From an optimization exercise on the open Yosys and OpenROAD flow, aimed at small area, a short achievable clock period and few clock cycles per item; shortcuts taken in it are not production practice.
In this exercise RTL edits were held to simulation tests only and were not proved equivalent to the original.

==> flow/design.v (excerpt) <==
module lce_loop (
    input  wire         clk,
    input  wire         rst,
    input  wire         start,
    input  wire         reinit,
    input  wire         load,
    input  wire [31:0]  load_val,
    input  wire [31:0]  y_in,
    input  wire [31:0]  sp_in,
    input  wire         sp_scaled,
    input  wire [31:0]  sp_gain,
    input  wire [4:0]   sp_shift,
    input  wire [31:0]  sp_offset,
    input  wire         ff_en,
    input  wire [31:0]  ff_x,
    input  wire [31:0]  ff_x0,
    input  wire [4:0]   ff_xs,
    input  wire [543:0] ff_y,
    input  wire [31:0]  kp,
    input  wire [31:0]  ki,
    input  wire [31:0]  kd,
    input  wire [31:0]  kf,
    input  wire [4:0]   sh_p,
    input  wire [4:0]   sh_i,
    input  wire [4:0]   sh_d,
    input  wire [4:0]   sh_f,
    input  wire         den,
    input  wire [31:0]  out_min,
    input  wire [31:0]  out_max,
    input  wire [31:0]  slew,
    input  wire [31:0]  i_min,
    input  wire [31:0]  i_max,
    output reg          done,
    output wire [31:0]  u_out,
    output wire [31:0]  i_out,
    output wire [31:0]  e_out,
    output wire [31:0]  sp_out,
    output wire         isat,
    output wire         osat,
    output wire         rsat
);
For scale: roughly 13,000 cells after synthesis, about 970 flip-flops, about 1,200 I/O pins, about 110,000 um^2 of cells after synthesis.
export LEC_CHECK = 0
export CAP_MARGIN = 20
export CORE_MARGIN = 2
export CORE_UTILIZATION = 40
export CTS_BUF_LIST = sky130_fd_sc_hd__clkbuf_8
export SLEW_MARGIN = 20
create_clock -name core_clock -period 38.0 [get_ports {clk}]
standard.sh (not shown) runs the stock make flow with config.mk's settings and CLKGATE_MAP_FILE= SYNTH_SCRIPT=/design/flow/synth_recipe.tcl, a recipe that flattens the netlist after the stock synthesis.
==> flow/flow/run.sh <==
#!/bin/bash
# The standard layout, with plain buf_1 cells (instead of the default delay
# buffers) as the port buffers that buffer_ports inserts on every port.
set -euo pipefail
cd "$(dirname "$0")/.."
bash standard.sh "BUFFER_PORTS_ARGS=-buffer_cell sky130_fd_sc_hd__buf_1" finish > standard.log 2>&1
Testbench counts at the start, summed over its fixed seeds: cycles 90,294, items 12,000.
==> next run, changes <==
- CTS_BUF_LIST: sky130_fd_sc_hd__clkbuf_8 -> default
What happened: Sequential share of layout area stays flat. Worst hold slack stays flat. Clock skew is lower by 0.026 ns. Worst setup slack improved by 0.17 ns. Critical path depth stays the same. Die area does not change. Global-route usage is about the same.

* * *

Another version of the RTL of lce_loop (not shown whole).
For scale: roughly 12000 cells after synthesis, roughly 900 flip-flops, about 0.11 mm2 of cells after synthesis.
==> flow/config.mk <==
export PLATFORM = sky130hd
export DESIGN_NAME = lce_loop
export DESIGN_NICKNAME = lce_loop
export VERILOG_FILES = /design/flow/design.v
export SDC_FILE = /design/flow/constraint.sdc
export NUM_CORES = 4
export LEC_CHECK = 0
export CAP_MARGIN = 20
export CORE_MARGIN = 2
export CORE_UTILIZATION = 40
export SLEW_MARGIN = 20
==> flow/constraint.sdc <==
create_clock -name core_clock -period 38.0 [get_ports {clk}]
set_input_delay 7.6000 -clock core_clock [delete_from_list [all_inputs] [get_ports {clk}]]
set_output_delay 7.6000 -clock core_clock [all_outputs]
set_load 0.01 [all_outputs]
Scripts as last shown in full above: flow/flow/run.sh
The first run passed the timing, design-rule and antenna checks.
Testbench counts at the start, summed over its fixed seeds: cycles 90,195, items 12,000.
Change:
--- a/flow/config.mk
+++ b/flow/config.mk
@@ -8,4 +8,4 @@
 export CAP_MARGIN = 20
 export CORE_MARGIN = 2
-export CORE_UTILIZATION = 40
+export CORE_UTILIZATION = 52
 export SLEW_MARGIN = 20
=> The new run ran to the end with no violations. Global-route usage grows by 12 points. Synthesized area stays the same. Hold slack improves by 0.0050 ns. Wire length grows by 2.3%. Sequential share of layout area grows by 0.19 points. Maximum frequency shrinks by 4.8%. Utilization grows by 13 points. Cell count shrinks by 5.2%. Design area shrinks by 1.0%. Register-to-register slack degrades by 0.62 ns. Clock skew grows by 0.022 ns.
Change:
==> flow/run.sh (new file) <==
#!/bin/bash
# synth_recipe.tcl (not shown) runs the flow's synth.tcl, then flattens the netlist and writes it again
# the make line also repeats each setting of config.mk as NAME=value (left out here)
make -C /OpenROAD-flow-scripts/flow DESIGN_CONFIG=/design/flow/config.mk WORK_HOME=/design/flow/orfs CLKGATE_MAP_FILE= SYNTH_SCRIPT=/design/flow/synth_recipe.tcl finish
--- a/flow/config.mk
+++ b/flow/config.mk
@@ -8,4 +8,4 @@
 export CAP_MARGIN = 20
 export CORE_MARGIN = 2
-export CORE_UTILIZATION = 52
+export CORE_UTILIZATION = 40
 export SLEW_MARGIN = 20
removed: flow/flow/run.sh
removed: flow/standard.sh
=>
- clock skew is about the same
- worst setup slack stays flat
- area after synthesis does not change
- critical path depth goes up by 1
- via count goes down by 3.7%
- non-clock buffer count goes up by 12
- count of clock-buffer cells in the layout goes up by 2
- sequential cell count does not change
- global-route usage goes down by 9.3 points

* * *

before:
Another version of the RTL of lce_loop (not shown whole).
Size in the first run: about 13000 cells after synthesis, roughly 970 flip-flops, ~1200 I/O pins, roughly 110000 µm² of cells after synthesis.
clock: 38.0 ns
lec_check: 0
cap_margin: 20
core_margin: 2
core_utilization: 40
place_density: 0.7
slew_margin: 20
==> flow/flow/run.sh <==
#!/bin/bash
# The standard layout, with plain buf_1 cells (instead of the default delay
# buffers) as the port buffers that buffer_ports inserts on every port.
set -euo pipefail
cd "$(dirname "$0")/.."
bash standard.sh "BUFFER_PORTS_ARGS=-buffer_cell sky130_fd_sc_hd__buf_1" finish > standard.log 2>&1
Testbench counts of before, summed over its fixed seeds: cycles 90,294, items 12,000.
Edits applied to the flow inputs when going from before to after:
Settings: clearing PLACE_DENSITY, which used to be 0.7.
--- outcome ---
after went all the way through the flow, and no timing, DRC or antenna check failed.
after and before ended up with roughly the same overall routed net length.
As far as flip-flop and latch share of the layout cell area is concerned, after and before perform about the same.
[diff] worst setup timing slack at the placement stage, after relative to before: improvement
Summary of after over before: wire length of the first global-routing pass has remained practically unchanged; final non-filler cell area neither gained nor lost much; data-path buffer share of cell area in the final layout level.
Wire length per cell after detailed routing ended up 0.31% lower on after than on before.
Detailed route, after vs before: via total lower for after

## afterwards: timing with drivers on the ports
The flow's constraints put no driver on any port. The routed layouts listed below were extracted and timed again, unchanged, in two steps. Step 1 assumes that a clkbuf_16 drives the clock port and a buf_2 every other input. Step 2 times the ports against the registers' clock, not the clock port: input delays grow and output delays shrink by t, the midpoint of the rising clock arrivals with the driver on. a / b / c = ideal ports / drivers / drivers and shift; a / b = the first two.
| run | shift t [ns] | setup WS [ns] | latest minus earliest clock arrival (ns) | cell pins on the clock port's net |
|---|---|---|---|---|
| the first run of note 1 | 1.119 | 27.374 / 27.374 / 27.374 | 0.119 / 0.119 | 1 |
| the second run of note 1 | 0.906 | 27.541 / 27.541 / 27.541 | 0.089 / 0.090 | 1 |
| the first run of note 2 | 0.871 | 27.430 / 27.497 / 26.626 | 0.084 / 0.083 | 1 |
| the second run of note 2 | 0.909 | 26.894 / 26.894 / 26.622 | 0.100 / 0.100 | 1 |
| the third run of note 2 | 0.891 | 26.894 / 26.894 / 26.334 | 0.102 / 0.102 | 1 |
| before | 0.931 | 26.816 / 26.816 / 26.816 | 0.104 / 0.104 | 1 |
| after | 1.010 | 27.883 / 27.883 / 27.883 | 0.084 / 0.085 | 1 |
After both steps setup and hold are still met in every run listed. The setup slack of the first run of note 2, which loses most, moves by +0.067 ns with the drivers and by -0.804 ns with both steps.
